From an optimization exercise on the open Yosys and OpenROAD flow, aimed at small area, a short achievable clock period and few clock cycles per item; shortcuts taken in it are not production practice.
At most, simulation tests tie the RTL to the original design; equivalence was not proved.
The RTL of run 1 was laid out without a check of its function.
No activity file was given, so power comes from the tool's default toggle rates.

## flow/design.v (module list and top-level ports; edited modules follow where they fit)
// module c1_ldpc_enc: 1430 lines
module c1_ldpc_enc (
    input  wire        clk,
    input  wire        rst,         
    input  wire        in_valid,
    output wire        in_ready,
    input  wire [31:0] in_data,
    output wire        out_valid,
    input  wire        out_ready,
    output wire [31:0] out_data
);
  // ...
==> flow/flow/run.sh <==
#!/bin/bash
set -euo pipefail
export BUFFER_PORTS_ARGS="-buffer_cell sky130_fd_sc_hd__buf_4"
export SETUP_SLACK_MARGIN=7.0
bash standard.sh > standard.log 2>&1
==> flow/standard.sh <==
#!/bin/bash
# synth_recipe.tcl (not shown) runs the flow's synth.tcl, then flattens the netlist and writes it again
# the make line also repeats each setting of config.mk as NAME=value (left out here)
make -C /OpenROAD-flow-scripts/flow DESIGN_CONFIG=/design/flow/config.mk WORK_HOME=/design/flow/orfs CLKGATE_MAP_FILE= SYNTH_SCRIPT=/design/flow/synth_recipe.tcl "${@:-finish}"
==> flow/config.mk <==
export PLATFORM = sky130hd
export DESIGN_NAME = c1_ldpc_enc
export DESIGN_NICKNAME = c1_ldpc_enc
export VERILOG_FILES = /design/flow/design.v
export SDC_FILE = /design/flow/constraint.sdc
export NUM_CORES = 4
export LEC_CHECK = 0
export CAP_MARGIN = 20
export CORE_MARGIN = 2
export CORE_UTILIZATION = 55
export PLACE_DENSITY = 0.65
export SLEW_MARGIN = 20
==> flow/constraint.sdc <==
create_clock -name core_clock -period 10.0 [get_ports {clk}]
set_input_delay 2.0000 -clock core_clock [delete_from_list [all_inputs] [get_ports {clk}]]
set_output_delay 2.0000 -clock core_clock [all_outputs]
set_load 0.01 [all_outputs]
==> key figures, run 1 <==
Run status
  • Status: no timing/DRC/antenna violations

Timing
  • Post-route minimum period: 3.307 ns
  • Max-slew violation count: 0
  • Setup-failing EPs final: 0
  • Sum Neg Setup Slack: 0 ns
  • Hold_ws: 0.2881 ns
  • Slew of the pin with the lowest slew margin: 1.051 ns
  • Fin. Hold Viols: 0

Global routing
  • Vias in the first global route: 20,780
  • Grt total ovfl: 0

Die
  • Io pins: 70
  • Die area: 71,930 sq um

Synth
  • Yosys cell types: 50
  • Commonest cells post-synth: 626 x dfxtp_1, 523 x edfxtp_1, 270 x nor2_1
  • Simple-gate area share of the yosys netlist: 7.786%
  • Multiplexer area fraction after synthesis: 4.198%
  • Main combinational cell family by area after synthesis: XOR/XNOR gates

Clocking
  • CTS Sinks: 1,149
  • PostCTS Resize Cnt: 34
  • CTS Buf Count: 108
  • CTS tree: yes
  • Clock transition at path regs: 0.07 ns

Pwr
  • Seq pwr: 5.88 mW
  • Pint: 8.299 mW
  • Leak Pwr: 16.80 nW
  • PnR Total Power: 11.19 mW

Hold path
  • HP Start: A3[223]

Worst setup path
  • Type of the worst setup path: flip-flop to primary output
  • R2r startpoint: ge[5]
  • Slowest cell delay on critical path: 0.48 ns
  • Levels on crit path: 1
  • R2R Path End: A2[58]
  • Number of cells on the worst reg-to-reg path: 5
  • CP max FO: 1

Detailed routing
  • Antenna viol nets, final: 0

Place
  • Placed insts: 3,630
  • Hpwl dp: 81.93 mm
  • PortBufs: 69

Cells and area
  • Logic inverters: 20
  • Antenna cells: 0
==> run 2, diff against run 1 <==
--- a/flow/design.v
+++ b/flow/design.v
@@ -27,17 +27,18 @@
     reg  [7:0]   ge;       
     reg          wrq0, wrqn;
     reg          sd;       
     reg  [3:0]   so, sw;   
     assign in_ready  = rdy;
     assign out_valid = ov;
     assign out_data  = oreg;
     wire in_fire = in_valid & rdy;
-    wire ld      = st_out & match & (~ov | out_ready);
+    wire ldp     = st_out & match;
+    wire ld      = ldp & (~ov | out_ready);
     wire [31:0] din;
     genvar gi;
     generate for (gi = 0; gi < 32; gi = gi + 1) begin : g_din
         assign din[gi] = in_data[31-gi];
     end endgenerate
     wire [31:0] wv0;
     assign wv0[0] = (A0[0] & ~clr_r) ^ (dr[0] & ins_r[0]);
     assign wv0[1] = (A0[1] & ~clr_r) ^ (dr[1] & ins_r[0]);
@@ -1377,20 +1378,27 @@
     generate for (gi = 0; gi < 32; gi = gi + 1) begin : g_orev
         assign osrc_rev[gi] = osrc[31-gi];
     end endgenerate
     wire       st_out_0 = rs ? 1'b0 : lastr ? 1'b1 : st_out;
     wire       st_out_n = st_out_0 & ~(ld & (ow == 5'd31));
     wire [8:0] wc_n     = rs ? 9'd0 : in_fire ? wc + 9'd1 : wc;
     wire [7:0] ic_n     = (rs | in_fire) ? 8'd0 : (wc != 9'd0) ? ic + 8'd1 : ic;
     wire       ov_n     = ~rst & (ld | (ov & ~out_ready));
-    wire       r_fire   = (wc != 9'd511) & ~((wc == 9'd510) & ov_n);
-    wire       r_idle   = (rs | (wc == 9'd0) | ((wc != 9'd0) ? (ic == 8'd255) : (ic == 8'd0)))
-                          & ~(~rs & (wc == 9'd511) & ov_n);
-    wire       rdy_n    = ~rst & ~st_out_n & (in_fire ? r_fire : r_idle);
+    wire       ow31     = (ow == 5'd31);
+    wire       ld_a     = ldp;
+    wire       ld_b     = ldp & ~ov;
+    wire       ov_a     = ldp;
+    wire       ov_b     = ldp | ov;
+    wire       icz      = (wc != 9'd0) ? (ic == 8'd255) : (ic == 8'd0);
+    wire       ra_f     = ~(st_out_0 & ~(ld_a & ow31)) & (wc != 9'd511) & ~((wc == 9'd510) & ov_a);
+    wire       rb_f     = ~(st_out_0 & ~(ld_b & ow31)) & (wc != 9'd511) & ~((wc == 9'd510) & ov_b);
+    wire       ra_i     = ~(st_out_0 & ~(ld_a & ow31)) & (rs | (wc == 9'd0) | icz) & ~(~rs & (wc == 9'd511) & ov_a);
+    wire       rb_i     = ~(st_out_0 & ~(ld_b & ow31)) & (rs | (wc == 9'd0) | icz) & ~(~rs & (wc == 9'd511) & ov_b);
+    wire       rdy_n    = ~rst & (out_ready ? (in_fire ? ra_f : ra_i) : (in_fire ? rb_f : rb_i));
     wire [7:0] os_n     = lastr ? 8'd0 : os + 8'd1;
     wire       rec_n    = (rs | lastr) ? 1'b0 : (st_out & (os[2:0] == 3'd7)) ? 1'b1 : rec;
     wire [4:0] owa      = (rs | lastr) ? 5'd0 : ow;
     wire [4:0] owb      = (rs | lastr) ? 5'd0 : ow + 5'd1;
     wire [4:0] ow_n     = ld ? owb : owa;
     wire       pass1_n  = st_out_0 & ~rec_n;
     wire       match_a  = (os_n == {3'd0, owa});
     wire       match_b  = (os_n == {3'd0, owb});
==> flow/config.mk (replaced) <==
export PLATFORM = sky130hd
export DESIGN_NAME = c1_ldpc_enc
export DESIGN_NICKNAME = c1_ldpc_enc
export VERILOG_FILES = /design/flow/design.v
export SDC_FILE = /design/flow/constraint.sdc
export NUM_CORES = 4
export LEC_CHECK = 0
export CAP_MARGIN = 20
export CORE_MARGIN = 2
export CORE_UTILIZATION = 55
export CTS_BUF_LIST = sky130_fd_sc_hd__clkbuf_4 sky130_fd_sc_hd__clkbuf_8
export PLACE_DENSITY = 0.65
export SLEW_MARGIN = 20
==> run 2 against run 1 <==
Sequential power about the same. Clock skew down 0.0084 ns. Wire length shrank 1.6%. Global-route usage down 0.39 points. Non-clock buffer count rose by 1. Largest power group unchanged. Maximum frequency is 3.1% lower.
==> key figures, run 2 <==
Pwr
  • Sw frac: 26.23% (was 25.87%)
  • Logic pwr share: 9.9% (was 10.1%)
  • PwrDens: 253.8 nW/um^2 (was 255.4 nW/um^2)
  • Peak supply drop: 0.1973 mV (was 0.2385 mV)
  • Leak Pwr: 17.10 nW (was 16.80 nW)
  • P_sw: 2.929 mW (was 2.896 mW)
  • Clock power share: 37.5% (was 37.4%)
  • Sequential power share: 52.6% (was 52.5%)
  • Pint: 8.237 mW (was 8.299 mW)

Worst setup path
  • CP max FO: 1 (unchanged)
  • Number of cells on the worst reg-to-reg path: 2 (was 5)
  • CP cell instances: buf_6 (unchanged)
  • Worst Setup End Kind: primary output (unchanged)
  • Setup slack, reg-to-reg: 6.91 ns (was 7.04 ns)
  • Slowest cell delay on critical path: 0.42 ns (was 0.48 ns)
  • Type of the worst setup path: flip-flop to primary output (unchanged)
  • R2r startpoint: sd (was ge[5])
  • Cell family with most CP delay: flip-flops (unchanged)
  • R2R Path End: oreg[22] (was A2[58])
  • CP Data Required Time: 8.00 ns (about the same)
  • Critical path launch point type: flip-flop (unchanged)
  • Levels on crit path: 1 (unchanged)
  • Worst Path Buf+Inv: 1 (unchanged)
  • Slowest stage cell, crit path: edfxtp_1 (unchanged)
  • CP Data Arrival Time: 1.41 ns (was 1.31 ns)

Detailed routing
  • DRT iter0 DRCs: 2,625 (was 2,852)
  • Via count: 22,010 (was 21,820)
  • DRT Pass-1 Iters: 9 (unchanged)
  • Routed WL: 115.8 mm (was 117.7 mm)
  • Remaining DRCs: 0 (unchanged)
  • Antenna viol nets, final: 0 (unchanged)
  • WL/cell: 29.25 um (was 30.67 um)
  • Vias per cell: 5.558 (was 5.684)

Timing
  • Part of the cycle the worst path needs: 34.13% (was 33.07%)
  • Fmax: 293.0 MHz (was 302.4 MHz)
  • PnR worst setup slack: 6.587 ns (was 6.693 ns)
  • Fin. Hold Viols: 0 (unchanged)
  • Setup-failing EPs final: 0 (unchanged)
  • Post-route minimum period: 3.413 ns (was 3.307 ns)
  • Slew HR: 24.50% (was 29.70%)
  • Sum Neg Setup Slack: 0 ns (unchanged)
  • Slew of the pin with the lowest slew margin: 1.133 ns (was 1.051 ns)
  • Max-slew violation count: 0 (unchanged)
  • RSZ-0062 raised after global routing: true (unchanged)
  • Clk_skew: 0.05573 ns (was 0.06415 ns)

Place
  • Placed Instance Area: 39,880 sq um (unchanged)
  • Setup WS pre-CTS: 5.994 ns (was 6.122 ns)
  • GP Congestion: 0.9943 (was 0.9901)
  • Placed insts: 3,630 (unchanged)
  • Hpwl dp: 79.68 mm (was 81.93 mm)
  • PortBufs: 69 (unchanged)

Synth
  • Post-Syn Nets: 2,757 (unchanged)
  • Largest cells by area after synthesis: edfxtp_1 41%, dfxtp_1 33%, xnor2_1 4.7% (unchanged)
  • Number of synthesized flops with an enable pin: 523 (unchanged)
  • FFs w/ async S/R, synth: 0% (unchanged)
  • Top-count cell post-synth: dfxtp_1 (unchanged)
  • Yosys reg bits: 1,149 (unchanged)
  • Post-synth top flop: dfxtp_1 (unchanged)
  • Synth warn: 1 (unchanged)
  • Post-Syn Area: 38,410 sq um (was 38,390 sq um)
  • Yosys cell types: 48 (was 50)
  • Yosys top cell by area: edfxtp_1 (unchanged)
  • Cell count after synthesis: 2,710 (unchanged)
  • Avg Cell Area, Syn: 14.17 sq um (about the same)
  • Sequential share of the synthesized area: 73.52% (was 73.55%)
  • Commonest cells post-synth: 626 x dfxtp_1, 523 x edfxtp_1, 272 x nor2_1 (was 626 x dfxtp_1, 523 x edfxtp_1, 270 x nor2_1)
  • Synth top area share: 40.89% (was 40.91%)

Clocking
  • Later-pin clock latency in the skew report: 0.86 ns (was 0.70 ns)
  • Clock transition at path regs: 0.06 ns (was 0.07 ns)
  • Root buffer cell: clkbuf_8 (was clkbuf_16)
  • CTS Buf Count: 172 (was 108)
  • CTS tree: yes (unchanged)
  • Clock buffer depth: 3 (unchanged)
  • CTS Sinks: 1,149 (unchanged)
  • CTS H-tree depth: 4 (was 3)

Run status
  • Status: no timing/DRC/antenna violations (unchanged)

Hold path
  • Worst Hold Path Cells: 0 (unchanged)
  • Hold EP: A3[157] (was A3[191])
  • HP Start: A3[189] (was A3[223])
  • Worst Hold Class: flip-flop to flip-flop (unchanged)

Die
  • Io pins: 70 (unchanged)
  • Die Wd: 268.3 um (was 268.2 um)
  • Die area: 71,960 sq um (was 71,930 sq um)
  • Die height: 268.3 um (was 268.2 um)
  • Core area: 68,830 sq um (unchanged)
  • Starting density of the core: 55.80% (was 55.78%)
  • Rows: 96 (unchanged)

Cells and area
  • Layout cells sized above 1: 16.56% (was 12.32%)
  • Layout area overhead: 14.57% (was 14.16%)
  • Nets: 2,923 (was 2,859)
  • Final instance area: 44,000 sq um (was 43,830 sq um)
  • Layout Cells excl Fill: 3,959 (was 3,838)
  • Commonest cells after routing, fill and taps aside: 618 x dfxtp_1, 523 x edfxtp_1, 272 x nor2_1 (was 620 x dfxtp_1, 523 x edfxtp_1, 270 x nor2_1)
  • Commonest non-fill, non-tap cell in the layout: dfxtp_1 (unchanged)

Flow run
  • Max-Cap Viols: 0 (unchanged)

Global routing
  • Grt total ovfl: 0 (unchanged)
  • GRT Util Overall: 32.45% (was 32.84%)
  • First-pass GRT wire length: 158.7 mm (was 161.0 mm)
  • Pin count of the biggest net entering global routing: 182 (was 167)
  • Initial antenna violation count: 6 (was 12)
  • Vias in the first global route: 21,230 (was 20,780)
[run 2: area by class of cell]
| cell class | instances | area, sq um |
|---|---|---|
| Sequential cell | 1149 | 28250 |
| Fill cell | 5140 | 24820 |
| Multi-Input combinational cell | 1437 | 9682 |
| Clock buffer | 282 | 3437 |
| Tap cell | 931 | 1165 |
| Timing Repair Buffer | 96 | 877.1 |
| Clock inverter | 42 | 495.5 |
| Inverter | 19 | 82.58 |
| Timing Repair inverter | 1 | 7.507 |
| Antenna cell | 2 | 5.005 |
[run 2: routing by layer]
layer  vias to the layer above  wire length [um]  track usage (%)
li1                       9695                 -                -
met1                     11000             51300            46.68
met2                      1067             49890            47.23
met3                       238              9308            7.377
met4                         2              5295            14.42
met5                         -                10                0
[run 2: power by group through the flow]
stage               registers, mW  logic, mW  clock network (mW)
finish                       5.87       1.11                4.19
global route                 5.90       1.13                4.45
CTS                          5.87       1.06                4.25
detailed placement           5.96       1.05                   0
global placement             5.95       1.05                   0
floorplan                    5.73      0.670                   0
[run 2: logic make-up after synthesis]
logic type / synth area share (%)
AND/OR/NAND/NOR: 7.864
flip-flops: 73.52
XOR/XNOR: 8.564
adder cells (fa/ha/maj): 0.3583
buffers and inverters: 1.430
AO/OA/AOI/OAI: 4.069
multiplexers: 4.196
[run 2: worst max path at each step]
stage | start | end | slack (ns)
after floorplan | out_ready | rdy | 6.71
after global placement | out_ready | rdy | 6.06
after detailed placement | out_ready | rdy | 5.99
after CTS | oreg[12] | out_data[12] | 6.53
after global routing | oreg[8] | out_data[8] | 6.55
final | oreg[12] | out_data[12] | 6.59
[run 2: stage by stage]
step	total power [mW]	utilization (%)	hold slack [ns]
2_1_floorplan	6.396	-	0.3096
3_3_place_gp	6.999	57.94	0.3096
3_5_place_dp	7.008	57.94	0.3121
4_1_cts	11.18	63.85	0.2960
5_1_grt	11.48	63.93	0.3052
6_report	11.17	63.93	0.2999
[run 2: what timing repair did]
action	CTS	global route
gates cloned	1	0
setup endpoints to repair	169	54
hold buffers	0	0
buffers inserted	1	1
gates resized for setup	34	9
Testbench counts of run 2, summed over its fixed seeds: cycles 26,176, rows 48.
==> run 3, diff against run 2 <==
--- a/flow/config.mk
+++ b/flow/config.mk
@@ -9,5 +9,4 @@
 export CORE_MARGIN = 2
 export CORE_UTILIZATION = 55
-export CTS_BUF_LIST = sky130_fd_sc_hd__clkbuf_4 sky130_fd_sc_hd__clkbuf_8
 export PLACE_DENSITY = 0.65
 export SLEW_MARGIN = 20
==> run 3 against run 2 <==
Still clean on timing, DRC and antenna. Wire length shrank 1.1%. Register-to-register slack about the same. Worst setup slack improved by 0.19 ns. Synthesized cell count unchanged. Final area down 0.39%. Combinational power about the same. Critical endpoint is now out_data[8]. Highest routed layer unchanged.
==> key figures, run 3 <==
Die
  • Die height: 268.3 um (unchanged)
  • Io pins: 70 (unchanged)
  • Die area: 71,960 sq um (unchanged)
  • Starting density of the core: 55.80% (unchanged)
  • Rows: 96 (unchanged)
  • Core area: 68,830 sq um (unchanged)
  • Die Wd: 268.3 um (unchanged)

Timing
  • RSZ-0062 raised after global routing: true (unchanged)
  • Post-route minimum period: 3.226 ns (was 3.413 ns)
  • Part of the cycle the worst path needs: 32.26% (was 34.13%)
  • Fmax: 310.0 MHz (was 293.0 MHz)
  • Max-slew violation count: 0 (unchanged)
  • Sum Neg Setup Slack: 0 ns (unchanged)
  • Fin. Hold Viols: 0 (unchanged)
  • Clk_skew: 0.05909 ns (was 0.05573 ns)
  • Slew HR: 30.82% (was 24.50%)
  • Setup-failing EPs final: 0 (unchanged)
  • Slew of the pin with the lowest slew margin: 1.038 ns (was 1.133 ns)

Synth
  • Number of synthesized flops with an enable pin: 523 (unchanged)
  • Adder-cell share of the synthesized area: 0.3583% (unchanged)
  • Main combinational cell family by area after synthesis: XOR/XNOR gates (unchanged)
  • Post-Syn Area: 38,410 sq um (unchanged)
  • Cell count after synthesis: 2,710 (unchanged)
  • Yosys cell types: 48 (unchanged)
  • Avg Cell Area, Syn: 14.17 sq um (unchanged)
  • Synth top area share: 40.89% (unchanged)
  • Post-synth top flop: dfxtp_1 (unchanged)
  • Yosys top cell by area: edfxtp_1 (unchanged)
  • Synth warn: 1 (unchanged)
  • Top-count cell post-synth: dfxtp_1 (unchanged)
  • Sequential share of the synthesized area: 73.52% (unchanged)
  • FFs w/ async S/R, synth: 0% (unchanged)
  • Simple-gate area share of the yosys netlist: 7.864% (unchanged)
  • Compound-gate portion of the synthesized area: 4.069% (unchanged)
  • Largest cells by area after synthesis: edfxtp_1 41%, dfxtp_1 33%, xnor2_1 4.7% (unchanged)
  • Yosys reg bits: 1,149 (unchanged)
  • Commonest cells post-synth: 626 x dfxtp_1, 523 x edfxtp_1, 272 x nor2_1 (unchanged)
  • Post-Syn Nets: 2,757 (unchanged)
  • Multiplexer area fraction after synthesis: 4.196% (unchanged)
  • XOR/XNOR Fraction of Synth Area: 8.564% (unchanged)

Detailed routing
  • Met2 WL: 49.91 mm (was 49.89 mm)
  • DRT Pass-1 Iters: 7 (was 9)
  • WL/cell: 29.83 um (was 29.25 um)
  • Met3 Wirelength: 8.398 mm (was 9.308 mm)
  • Top sig layer: met5 (unchanged)
  • Antenna viol nets, final: 0 (unchanged)
  • Routed WL: 114.5 mm (was 115.8 mm)
  • DRT iter0 DRCs: 2,748 (was 2,625)
  • Via count: 21,660 (was 22,010)
  • Vias per cell: 5.643 (was 5.558)
  • Remaining DRCs: 0 (unchanged)
  • Met1 WL: 51.08 mm (was 51.30 mm)

Global routing
  • First-pass GRT wire length: 156.4 mm (was 158.7 mm)
  • Initial antenna violation count: 7 (was 6)
  • Grt total ovfl: 0 (unchanged)
  • Vias in the first global route: 20,600 (was 21,230)
  • Pin count of the biggest net entering global routing: 182 (unchanged)
  • GRT Util Overall: 31.88% (was 32.45%)

Worst setup path
  • CP Data Required Time: 8.00 ns (about the same)
  • Worst Path Buf+Inv: 1 (unchanged)
  • CP max FO: 1 (unchanged)
  • Slowest cell delay on critical path: 0.40 ns (was 0.42 ns)
  • Type of the worst setup path: flip-flop to primary output (unchanged)
  • Cell family with most CP delay: flip-flops (unchanged)
  • Worst Setup End Kind: primary output (unchanged)
  • Critical path launch point type: flip-flop (unchanged)
  • CP Data Arrival Time: 1.23 ns (was 1.41 ns)
  • CP cell instances: buf_6 (unchanged)
  • Slowest stage cell, crit path: edfxtp_1 (unchanged)

Cells and area
  • Commonest non-fill, non-tap cell in the layout: dfxtp_1 (unchanged)
  • Layout area overhead: 14.12% (was 14.57%)
  • Layout Cells excl Fill: 3,838 (was 3,959)
  • Nets: 2,861 (was 2,923)
  • Commonest cells after routing, fill and taps aside: 618 x dfxtp_1, 523 x edfxtp_1, 272 x nor2_1 (unchanged)
  • Layout cells sized above 1: 12.35% (was 16.56%)
  • Antenna cells: 0 (was 2)
  • Fill cells: 5,149 (was 5,140)

Clocking
  • Clock buffer depth: 3 (unchanged)
  • CTS Buf Count: 107 (was 172)
  • CTS tree: yes (unchanged)
  • CTS Sinks: 1,149 (unchanged)
  • Root buffer cell: clkbuf_16 (was clkbuf_8)
  • CTS H-tree depth: 3 (was 4)
  • Later-pin clock latency in the skew report: 0.70 ns (was 0.86 ns)
  • Clock transition at path regs: 0.07 ns (was 0.06 ns)

Pwr
  • Peak supply drop: 0.1953 mV (was 0.1973 mV)
  • Leak Pwr: 16.85 nW (was 17.10 nW)
  • PwrDens: 254.2 nW/um^2 (was 253.8 nW/um^2)
  • PnR Total Power: 11.14 mW (was 11.17 mW)

Run status
  • Status: no timing/DRC/antenna violations (unchanged)

Place
  • Placed insts: 3,630 (unchanged)
  • GP Congestion: 0.9943 (unchanged)
  • PortBufs: 69 (unchanged)
  • Hpwl dp: 79.68 mm (unchanged)

Hold path
  • Worst Hold Class: flip-flop to flip-flop (unchanged)

Flow run
  • Max-Cap Viols: 0 (unchanged)
run 3: per-layer routing:
layer  GRT usage, %  up-vias
met3          5.526      221
met1          46.92    10920
met5              0        -
met4          13.41        4
li1               -     9534
met2          46.90      976
run 3: timing repair:
item                                    in CTS  in global routing
buffers inserted                             3                  1
hold buffers                                 0                  0
gates cloned                                 1                  0
endpoints found under the setup margin     209                 46
resized for setup                           37                  8
run 3: cell type report:
type                    count  area (sq um)  share of cell area (%)
multi-input cells        1437          9682                   22.09
inverters                  19         82.58                  0.1884
clock buffers             159          3139                   7.162
clock inverters            43         569.3                   1.299
well taps                 931          1165                   2.658
repair buffers             99         932.1                   2.127
flip-flops and latches   1149         28250                   64.46
repair inverters            1         7.507                 0.01713
run 3: cells by family after synthesis:
| family | Yosys count |
|---|---|
| muxes | 153 |
| AOI/OAI and AO/OA | 253 |
| and+or+nand+nor | 671 |
| adders and majority gates | 11 |
| DFF | 1149 |
| xor gates and xnor gates | 349 |
| buffers and inverters | 124 |
run 3: final timing paths:
path,start,endpoint,slack [ns],cells past startpoint
min,A2[216],A2[184],0.30,0
max reg2reg,ge[2],A0[163],6.90,6
min reg2reg,A2[216],A2[184],0.30,0
max,oreg[8],out_data[8],6.77,1
run 3: metrics by stage:
stage	utilization [%]	setup slack, ns	cell area (sq um)	hold slack (ns)
after floorplan	-	6.712	38460	0.3096
after global placement	57.94	6.064	39880	0.3096
after detailed placement	57.94	5.994	39880	0.3121
after CTS	63.58	6.731	43760	0.2894
after global routing	63.69	6.721	43830	0.2940
final	63.69	6.774	43830	0.2952
run 3: power breakdown:
group	switching, mW	internal (mW)
sequential	0.357	5.51
clock	1.76	2.41
combinational	0.722	0.381
total	2.84	8.30
==> run 4, diff against run 3 <==
--- a/flow/config.mk
+++ b/flow/config.mk
@@ -9,4 +9,6 @@
 export CORE_MARGIN = 2
 export CORE_UTILIZATION = 55
+export CTS_CLUSTER_DIAMETER = 60
+export CTS_CLUSTER_SIZE = 25
 export PLACE_DENSITY = 0.65
 export SLEW_MARGIN = 20
==> run 4 against run 3 <==
Area after synthesis unchanged. Non-clock buffer count decreased by 1. Sequential share of layout area up 2.3 points. Sequential power about the same. Final area shrank 3.4%. Count of clock-buffer cells in the layout decreased by 71. Critical endpoint is now out_data[12]. Clock skew shrank 0.020 ns. Synthesized cell count stayed put. First-iteration DRC count grew 4.1%. Die area is the same. Clock power decreased by 28%. Global-route usage fell by 0.42 points.
==> key figures, run 4 <==
Run status
  • Status: no timing/DRC/antenna violations (unchanged)

Timing
  • RSZ-0062 raised after global routing: true (unchanged)
  • Fmax: 310.6 MHz (was 310.0 MHz)
  • Post-route minimum period: 3.219 ns (was 3.226 ns)
  • Fin. Hold Viols: 0 (unchanged)
  • Slew HR: 29.39% (was 30.82%)
  • Max-slew violation count: 0 (unchanged)
  • Sum Neg Setup Slack: 0 ns (unchanged)
  • Slew of the pin with the lowest slew margin: 1.059 ns (was 1.038 ns)
  • Setup-failing EPs final: 0 (unchanged)
  • Part of the cycle the worst path needs: 32.19% (was 32.26%)
  • Clk_skew: 0.03893 ns (was 0.05909 ns)

Detailed routing
  • Via count: 21,270 (was 21,660)
  • Vias per cell: 5.661 (was 5.643)
  • DRT Pass-1 Iters: 8 (was 7)
  • Antenna viol nets, final: 0 (unchanged)
  • Routed WL: 113.1 mm (was 114.5 mm)
  • WL/cell: 30.11 um (was 29.83 um)
  • Remaining DRCs: 0 (unchanged)
  • DRT iter0 DRCs: 2,860 (was 2,748)

Cells and area
  • Layout cells sized above 1: 10.34% (was 12.35%)
  • Post-Route Utilization: 61.52% (was 63.69%)
  • Layout area overhead: 10.25% (was 14.12%)
  • Nets: 2,819 (was 2,861)
  • Fill cells: 5,337 (was 5,149)
  • Commonest cells after routing, fill and taps aside: 618 x dfxtp_1, 523 x edfxtp_1, 272 x nor2_1 (unchanged)
  • Commonest non-fill, non-tap cell in the layout: dfxtp_1 (unchanged)

Synth
  • Multiplexer area fraction after synthesis: 4.196% (unchanged)
  • Main combinational cell family by area after synthesis: XOR/XNOR gates (unchanged)
  • Post-Syn Nets: 2,757 (unchanged)
  • Number of synthesized flops with an enable pin: 523 (unchanged)
  • FFs w/ async S/R, synth: 0% (unchanged)
  • Avg Cell Area, Syn: 14.17 sq um (unchanged)
  • Sequential share of the synthesized area: 73.52% (unchanged)
  • Cell count after synthesis: 2,710 (unchanged)
  • Yosys cell types: 48 (unchanged)
  • Commonest cells post-synth: 626 x dfxtp_1, 523 x edfxtp_1, 272 x nor2_1 (unchanged)
  • Yosys reg bits: 1,149 (unchanged)
  • Yosys top cell by area: edfxtp_1 (unchanged)
  • Top-count cell post-synth: dfxtp_1 (unchanged)
  • Synth warn: 1 (unchanged)
  • Compound-gate portion of the synthesized area: 4.069% (unchanged)
  • Post-Syn Area: 38,410 sq um (unchanged)
  • Simple-gate area share of the yosys netlist: 7.864% (unchanged)
  • Post-synth top flop: dfxtp_1 (unchanged)
  • Largest cells by area after synthesis: edfxtp_1 41%, dfxtp_1 33%, xnor2_1 4.7% (unchanged)
  • Synth top area share: 40.89% (unchanged)
  • XOR/XNOR Fraction of Synth Area: 8.564% (unchanged)
  • Adder-cell share of the synthesized area: 0.3583% (unchanged)

Die
  • Die area: 71,960 sq um (unchanged)
  • Io pins: 70 (unchanged)
  • Die height: 268.3 um (unchanged)
  • Starting density of the core: 55.80% (unchanged)
  • Core area: 68,830 sq um (unchanged)
  • Rows: 96 (unchanged)
  • Die Wd: 268.3 um (unchanged)

Worst setup path
  • CP Data Arrival Time: 1.22 ns (was 1.23 ns)
  • Critical path launch point type: flip-flop (unchanged)
  • Cell family with most CP delay: flip-flops (unchanged)
  • Slowest stage cell, crit path: edfxtp_1 (unchanged)
  • CP max FO: 1 (unchanged)
  • CP Data Required Time: 8.00 ns (about the same)
  • Worst Setup End Kind: primary output (unchanged)
  • Type of the worst setup path: flip-flop to primary output (unchanged)
  • Slowest cell delay on critical path: 0.43 ns (was 0.40 ns)
  • CP cell instances: buf_6 (unchanged)
  • Worst Path Buf+Inv: 1 (unchanged)

Clocking
  • Clock buffer depth: 3 (unchanged)
  • CTS Sinks: 1,149 (unchanged)
  • CTS tree: yes (unchanged)
  • CTS Buf Count: 66 (was 107)
  • Clock transition at path regs: 0.10 ns (was 0.07 ns)
  • Hold Buf Count CTS: 0 (unchanged)
  • Root buffer cell: clkbuf_16 (unchanged)
  • CTS H-tree depth: 3 (unchanged)
  • Later-pin clock latency in the skew report: 0.66 ns (was 0.70 ns)

Global routing
  • Pin count of the biggest net entering global routing: 182 (unchanged)
  • Vias in the first global route: 19,870 (was 20,600)
  • Initial antenna violation count: 11 (was 7)
  • First-pass GRT wire length: 153.6 mm (was 156.4 mm)
  • GRT Util Overall: 31.46% (was 31.88%)
  • Grt total ovfl: 0 (unchanged)

Place
  • PortBufs: 69 (unchanged)
  • GP Congestion: 0.9943 (unchanged)
  • Hpwl dp: 79.68 mm (unchanged)

Pwr
  • PwrDens: 235.2 nW/um^2 (was 254.2 nW/um^2)
  • Peak supply drop: 0.1735 mV (was 0.1953 mV)
  • Leak Pwr: 16.13 nW (was 16.85 nW)

Hold path
  • Worst Hold Class: flip-flop to flip-flop (unchanged)

Flow run
  • Max-Cap Viols: 0 (unchanged)
-- run 4: per-layer routing --
| layer | GRT usage (%) | routed length (um) | part of all wire, % | vias to the layer above |
|---|---|---|---|---|
| li1 | - | - | - | 9405 |
| met1 | 46.70 | 50450 | 45 | 10640 |
| met2 | 46.35 | 49130 | 43 | 1000 |
| met3 | 5.416 | 8795 | 7.8 | 223 |
| met4 | 12.14 | 4754 | 4.2 | 2 |
| met5 | 0 | 13 | 0.011 | - |
-- run 4: power breakdown --
group          leakage, nW  internal, mW  switching (mW)  total (mW)
Clock                 1.09          1.41            1.59        3.00
Combinational         3.82         0.381           0.719        1.10
Sequential            11.2          5.50           0.359        5.86
-- run 4: final cells by class --
class / instances / area, sq um / share of cell area (%)
repair inverters: 1 / 7.507 / 0.01773
repair buffers: 98 / 899.6 / 2.125
diodes: 3 / 7.507 / 0.01773
clock buffers: 88 / 1808 / 4.270
inverters: 19 / 82.58 / 0.1950
flip-flops and latches: 1149 / 28250 / 66.73
well taps: 931 / 1165 / 2.751
multi-input cells: 1437 / 9686 / 22.87
clock inverters: 31 / 434.2 / 1.025
-- run 4: path summary, 6_finish.rpt --
check                           depth (start not counted)  startpoint      endpoint  slack [ns]
worst min-delay path                                    0     A1[211]       A1[179]        0.32
worst max-delay path                                    1    oreg[12]  out_data[12]        6.78
worst min register to register                          0     A1[211]       A1[179]        0.32
worst max register to register                          2          sd      oreg[22]        6.91
-- run 4: timing repair --
action / 4_1_cts / 5_1_grt
gates resized for setup: 36 / 10
cloned: 1 / 0
hold endpoints to repair: 0 / 0
setup endpoints to repair: 216 / 49
buffers inserted: 3 / 0
-- run 4: kinds of logic after synthesis --
logic type	Yosys count
AND/OR/NAND/NOR	671
AO/OA/AOI/OAI	253
adder cells (fa/ha/maj)	11
flip-flops	1149
multiplexers	153
buffers and inverters	124
XOR/XNOR	349
-- run 4: metrics by stage --
step	area, sq um	power [mW]	hold WS, ns	worst slack, ns	std cells
floorplan	38460	6.396	0.3096	6.712	2710
global placement	39880	6.999	0.3096	6.064	3630
detailed placement	39880	7.008	0.3121	5.994	3630
CTS	42280	9.961	0.3200	6.763	3753
finish	42340	9.959	0.3213	6.781	3757
global route	42340	10.22	0.3315	6.756	3754

==> afterwards: timing with drivers on the ports <==
No port has a modelled driver above. Below, the same layouts with a new extraction and two added sets of constraints. Step 1 sets driving cells, clkbuf_16 on the clock port and buf_2 on the other inputs (assumed; they add their load-dependent delay and slew). Step 2 adds t to the input delays and takes it off the output delays; t is the mean of the earliest and latest rising clock arrival at the registers after step 1. Input paths then give back, and output paths get back, about the clock's delay inside the block. a / b / c = no drivers / after step 1 / after step 2; a / b = the first two.
run	t (ns)	setup WS [ns]	worst hold slack (ns)	worst setup path at the end
run 1	0.740	6.693 / 6.625 / 6.341	0.288 / 0.288 / 0.288	input to register
run 2	0.899	6.587 / 6.526 / 6.309	0.300 / 0.300 / 0.300	input to register
run 3	0.735	6.774 / 6.707 / 6.466	0.295 / 0.295 / 0.295	input to register
run 4	0.709	6.781 / 6.711 / 6.435	0.321 / 0.321 / 0.321	input to register
After both steps every run listed still meets setup and hold. The setup slack of run 1, which loses most, moves by -0.068 ns with the drivers and by -0.352 ns with both steps.
